Source: an optimization exercise on an open RTL-to-GDS flow (aim: small area, a short achievable clock period and few clock cycles). Production flows keep margins and buffers that such runs may drop.
In this exercise RTL edits were held to simulation tests only and were not proved equivalent to the original.

==> v13 <==
==> flow/design.v (excerpt) <==
module frer_rec (
    input             clk,
    input             rst,
    input             in_valid,
    output reg        in_ready,
    input      [2:0]  in_op,
    input      [1:0]  in_flow,
    input             in_tagged,
    input      [15:0] in_seq,
    input      [31:0] in_now,
    input      [3:0]  in_addr,
    input      [31:0] in_data,
    output reg        out_valid,
    input             out_ready,
    output reg        out_pass,
    output reg [31:0] out_data
);
Settings: LEC_CHECK=0, CAP_MARGIN=20, CORE_MARGIN=2, CORE_UTILIZATION=40, SLEW_MARGIN=20; clock period 15.0 ns.
standard.sh (not shown) runs the stock make flow with config.mk's settings and CLKGATE_MAP_FILE= SYNTH_SCRIPT=/design/flow/synth_recipe.tcl, a recipe that flattens the netlist after the stock synthesis.
==> flow/flow/run.sh <==
#!/bin/bash
# The standard layout (standard.sh), with two changes passed to ORFS
# through the environment: timing repair aims for extra setup slack
# (flow/margin.txt, ns) and clock tree synthesis takes the options in
# flow/cts_args.txt. make's full output goes to make_finish.log; ORFS
# keeps each step's own log under orfs/logs.
set -euo pipefail
export SETUP_SLACK_MARGIN="$(cat flow/margin.txt)"
if [[ -s flow/cts_args.txt ]]; then
  export CTS_ARGS="$(cat flow/cts_args.txt)"
fi
bash standard.sh > make_finish.log 2>&1
==> flow/flow/cts_args.txt <==
-sink_clustering_enable -repair_clock_nets -dont_use_dummy_load -buf_list sky130_fd_sc_hd__clkbuf_8 -sink_clustering_size 14 -sink_clustering_max_diameter 60
==> flow/flow/margin.txt <==
10.4
==> v27 (differences from v13) <==
--- a/flow/design.v
+++ b/flow/design.v
@@ -215,17 +215,17 @@
         end
     end
     wire [31:0] nrl  = ~{6'd0, t_rlim};
     wire [31:0] npl  = ~{6'd0, t_plim};
     wire        sp0  = msb32(now1, ~t_pass_us, 32'd0, 1'b1, 1'b0);
     wire        sq0  = msb32(now1, ~t_pass_us, nrl, 1'b1, 1'b0);
-    wire        sp1  = msb32(now1, ~now2, 32'd0, 1'b1, 1'b0);
-    wire        sq1  = msb32(now1, ~now2, nrl, 1'b1, 1'b0);
+    wire [31:0] sp1  = now1 - now2;
+    wire [31:0] sq1  = now1 + ~now2 + nrl + 32'd1;
     wire        tp0  = msb32(now1, ~t_le_t, 32'd0, 1'b1, 1'b0);
     wire        tq0  = msb32(now1, ~t_le_t, npl, 1'b1, 1'b1);
-    wire        tq1  = msb32(now1, ~now2, npl, 1'b1, 1'b1);
+    wire [31:0] tq1  = now1 + ~now2 + npl + 32'd2;
     wire [15:0] d0  = seq1 - t_rcv;
     wire [15:0] n0  = t_rcv - seq1;
     wire [15:0] d1  = seq1 - seq2;
     wire [15:0] n1  = seq2 - seq1;
     wire [15:0] nh  = ~{9'd0, t_hlen};
     wire [15:0] seq1_m1 = seq1 - 16'd1;
@@ -266,14 +266,14 @@
         x_len    <= t_len;
         x_paths  <= t_paths;
         x_lerst_m1 <= t_lerst - 8'd1;
         x_lediff <= t_lediff;
         x_hlen   <= t_hlen;
         x_rdp    <= rd_p;
-        x_to     <= {!sp1 && !sq1, !sp0 && !sq0};
-        x_td     <= {!sp1 && !tq1, !tp0 && !tq0};
+        x_to     <= {!sp1[31] && !sq1[31], !sp0 && !sq0};
+        x_td     <= {!sp1[31] && !tq1[31], !tp0 && !tq0};
         x_rogue  <= {d1[15] ? (n1 >= {9'd0, t_hlen}) : (d1 >= {9'd0, t_hlen}),
                      d0_neg ? n0_ge : d0_ge};
         x_dzero  <= {d1 == 16'd0, d0_zero};
         x_dle0   <= {d1[15] || d1 == 16'd0, d0_neg || d0_zero};
         x_done   <= {d1 == 16'd1, d0_one};
         x_nd0    <= n0[5:0];
@@ -323,14 +323,13 @@
         for (gj = 0; gj < 64; gj = gj + 1) begin : g_win
             assign win[gj]    = wa_lt[gj/8] || (wa_eq[gj/8] && wb_lt[gj%8]);
             assign from_k[gj] = ka_gt[gj/8] || (ka_eq[gj/8] && kb_ge[gj%8]);
         end
     endgenerate
     wire        hbit0   = S_hist[x_nd0];
-    wire [63:0] hsh1    = S_hist >> x_nd1;
-    wire        hbit1   = hsh1[0];
+    wire        hbit1   = S_hist[x_nd1];
     wire        hbit    = sel_rcv ? hbit1 : hbit0;
     wire        v_dup   = d_le0 && hbit;
     wire [63:0] h_shift = ((S_hist << dd) & win) | 64'd1;
     wire [63:0] h_leave = ~S_hist & win & from_k;
     wire f_pass  = take0 || (x_alg ? !d_zero : (!rogue && !v_dup));
     wire f_dup   = !take0 && (x_alg ? d_zero : (!rogue && v_dup));
@@ -454,44 +453,24 @@
     reg [3:0]  addr3;
     reg        pass3;
     reg [31:0] data3;
     reg        clr3;
     reg [7:0]  inc3;          
     reg        lost3;
-    reg [6:0]  lq1s, lq1c, lq2s, lq2c, lq6, lq7;    
-    function [3:0] pop8(input [7:0] v);
-        reg s1, c1, s2, c2, s3, c3, c4, t, c5, c6;
-        begin
-            s1 = v[0] ^ v[1] ^ v[2];
-            c1 = (v[0] & v[1]) | (v[0] & v[2]) | (v[1] & v[2]);
-            s2 = v[3] ^ v[4] ^ v[5];
-            c2 = (v[3] & v[4]) | (v[3] & v[5]) | (v[4] & v[5]);
-            s3 = v[6] ^ v[7];
-            c3 = v[6] & v[7];
-            pop8[0] = s1 ^ s2 ^ s3;
-            c4 = (s1 & s2) | (s1 & s3) | (s2 & s3);
-            t  = c1 ^ c2 ^ c3;
-            c5 = (c1 & c2) | (c1 & c3) | (c2 & c3);
-            pop8[1] = t ^ c4;
-            c6 = t & c4;
-            pop8[2] = c5 ^ c6;
-            pop8[3] = c5 & c6;
-        end
-    endfunction
-    function [13:0] csa7(input [6:0] a, input [6:0] b, input [6:0] c);
-        begin
-            csa7[6:0]  = a ^ b ^ c;
-            csa7[13:7] = {(a[5:0] & b[5:0]) | (a[5:0] & c[5:0]) | (b[5:0] & c[5:0]), 1'b0};
+    reg [31:0] lpc3;          
+    integer g, b;
+    reg [3:0] pc;
+    reg [31:0] lpc;
+    always @* begin
+        for (g = 0; g < 8; g = g + 1) begin
+            pc = 4'd0;
+            for (b = 0; b < 8; b = b + 1)
+                pc = pc + {3'd0, h_leave[8*g+b]};
+            lpc[4*g +: 4] = pc;
         end
-    endfunction
-    wire [6:0]  lp0 = {3'd0, pop8(h_leave[7:0])},   lp1 = {3'd0, pop8(h_leave[15:8])};
-    wire [6:0]  lp2 = {3'd0, pop8(h_leave[23:16])}, lp3 = {3'd0, pop8(h_leave[31:24])};
-    wire [6:0]  lp4 = {3'd0, pop8(h_leave[39:32])}, lp5 = {3'd0, pop8(h_leave[47:40])};
-    wire [6:0]  lp6 = {3'd0, pop8(h_leave[55:48])}, lp7 = {3'd0, pop8(h_leave[63:56])};
-    wire [13:0] lx1 = csa7(lp0, lp1, lp2);
-    wire [13:0] lx2 = csa7(lp3, lp4, lp5);
+    end
     always @(posedge clk) begin
         v3     <= v2 && !rst;
         sel3   <= sel2 & {4{!rst}};
         fl3    <= fl2;
         cread3 <= x_cread;
         addr3  <= x_addr;
@@ -504,18 +483,13 @@
                    x_tframe && f_rogue,
                    x_uframe,
                    x_rreset || (do_steps && timed_out),
                    le_test && acc_over,
                    le_wrap};
         lost3  <= x_tframe && f_lost;
-        lq1s   <= lx1[6:0];
-        lq1c   <= lx1[13:7];
-        lq2s   <= lx2[6:0];
-        lq2c   <= lx2[13:7];
-        lq6    <= lp6;
-        lq7    <= lp7;
+        lpc3   <= lpc;
     end
     reg [31:0] c_passed  [0:3];
     reg [31:0] c_disc    [0:3];
     reg [31:0] c_ooo     [0:3];
     reg [31:0] c_rogue   [0:3];
     reg [31:0] c_lost    [0:3];
@@ -529,14 +503,26 @@
     wire [31:0] cf_rogue   = c_rogue[fl3];
     wire [31:0] cf_lost    = c_lost[fl3];
     wire [31:0] cf_tagless = c_tagless[fl3];
     wire [31:0] cf_resets  = c_resets[fl3];
     wire [31:0] cf_lat_err = c_lat_err[fl3];
     wire [31:0] cf_lat_rst = c_lat_rst[fl3];
-    wire [13:0] lc3 = csa7(lq1s, lq1c, lq2s);
-    wire [13:0] lc4 = csa7(lq2c, lq6, lq7);
+    function [13:0] csa7(input [6:0] a, input [6:0] b, input [6:0] c);
+        begin
+            csa7[6:0]  = a ^ b ^ c;
+            csa7[13:7] = {(a[5:0] & b[5:0]) | (a[5:0] & c[5:0]) | (b[5:0] & c[5:0]), 1'b0};
+        end
+    endfunction
+    wire [6:0]  ln0 = {3'd0, lpc3[3:0]},   ln1 = {3'd0, lpc3[7:4]};
+    wire [6:0]  ln2 = {3'd0, lpc3[11:8]},  ln3 = {3'd0, lpc3[15:12]};
+    wire [6:0]  ln4 = {3'd0, lpc3[19:16]}, ln5 = {3'd0, lpc3[23:20]};
+    wire [6:0]  ln6 = {3'd0, lpc3[27:24]}, ln7 = {3'd0, lpc3[31:28]};
+    wire [13:0] lc1 = csa7(ln0, ln1, ln2);
+    wire [13:0] lc2 = csa7(ln3, ln4, ln5);
+    wire [13:0] lc3 = csa7(lc1[6:0], lc1[13:7], lc2[6:0]);
+    wire [13:0] lc4 = csa7(lc2[13:7], ln6, ln7);
     wire [13:0] lc5 = csa7(lc3[6:0], lc3[13:7], lc4[6:0]);
     wire [13:0] lc6 = csa7(lc5[6:0], lc5[13:7], lc4[13:7]);
     wire [6:0]  lost_s = lost3 ? lc6[6:0]  : 7'd0;
     wire [6:0]  lost_c = lost3 ? lc6[13:7] : 7'd0;
     function [31:0] lost_next(input [31:0] c, input [6:0] s, input [6:0] k);
         reg [8:0]  lo;
==> flow/flow/margin.txt (replaced) <==
9.8
==> flow_summary.toml <==
[placed_design]
dp_hpwl_mm = 317

[yosys]
synth.cells.most_frequent = "edfxtp_1, nor2_1, inv_1"
synth-compound-area-share_pct = 7.98
ys_seq_area_share_pct = 57.4
synth_area_leaders = "edfxtp_1, mux4_2, dfxtp_1, ha_1, nor2_1"

[status]
status = "no timing/DRC/antenna violations"

[clocking]
cts_setup_buffers = 13
cts_sinks = 2952

[finish]
buf_share_pct = 2.25
design.seq.count = 2952
layout_common_cells = "edfxtp_1, nor2_1, inv_1"
seqCellArea_um2 = 82600

[pwr]
p_clk_w = 0.00431
clockPowerShare_pct = 22.1

[detailed_routing]
route.met3.wl_mm = 31.1

[setup_path]
worst-path-max-fanout = 7
cp-end-kind = "register"

[die]
dieArea_um2 = 364000
That was v27.
==> flow_summary.toml <==
[min_path]
min_to = "fl3[0]$_DFF_P_"

[die]
dieArea_um2 = 369000

[pwr]
p_clk_w = 0.00435
clockPowerShare_pct = 22.2

[finish]
buf_share_pct = 2.67
seqCellArea_um2 = 82400
design.seq.count = 2944
layout_common_cells = "edfxtp_1, nor2_1, inv_1"

[grt]
busiest_layer = "met2"

[clocking]
cts_sinks = 2944
clk_pin_slew_ps = 90
clock-root-buffer = "clkbuf_8"

[status]
status = "no timing/DRC/antenna violations"

[detailed_routing]
route.met3.wl_mm = 33.3
post_drt_wl_per_cell_um = 30.4

[yosys]
ys_seq_area_share_pct = 56.5
synth_area_leaders = "edfxtp_1, mux4_2, dfxtp_1, ha_1, fa_1"
synth.cells.most_frequent = "edfxtp_1, nor2_1, inv_1"
That was v13.
Testbench counts of v13, summed over its fixed seeds: cycles 24,729.
Testbench counts of v27, summed over its fixed seeds: cycles 24,729.

port drivers added, routing unchanged:
The results above use ideal ports. As a check the final layouts listed here were re-extracted and re-timed, cells and wires unchanged. Step 1 sets driving cells, clkbuf_16 on the clock port and buf_2 on the other inputs (assumed; they add their load-dependent delay and slew). Step 2 times the ports against the registers' clock, not the clock port: input delays grow and output delays shrink by t, the midpoint of the rising clock arrivals with the driver on. Three values: ideal, step 1, step 2; two values: the first two.
run | t, ns | setup slack, ns | worst hold slack (ns) | worst setup path after step 2 | worst slew at a driven data input, ns
v13 | 1.149 | 10.254 / 10.139 / 9.518 | 0.302 / 0.302 / 0.302 | input to register | 0.08
v27 | 1.121 | 9.896 / 9.818 / 9.663 | 0.329 / 0.329 / 0.329 | input to register | 0.14
After both steps every run listed still meets setup and hold. For v13, which loses most, drivers alone change the setup slack by -0.115 ns; drivers and shift together by -0.736 ns.
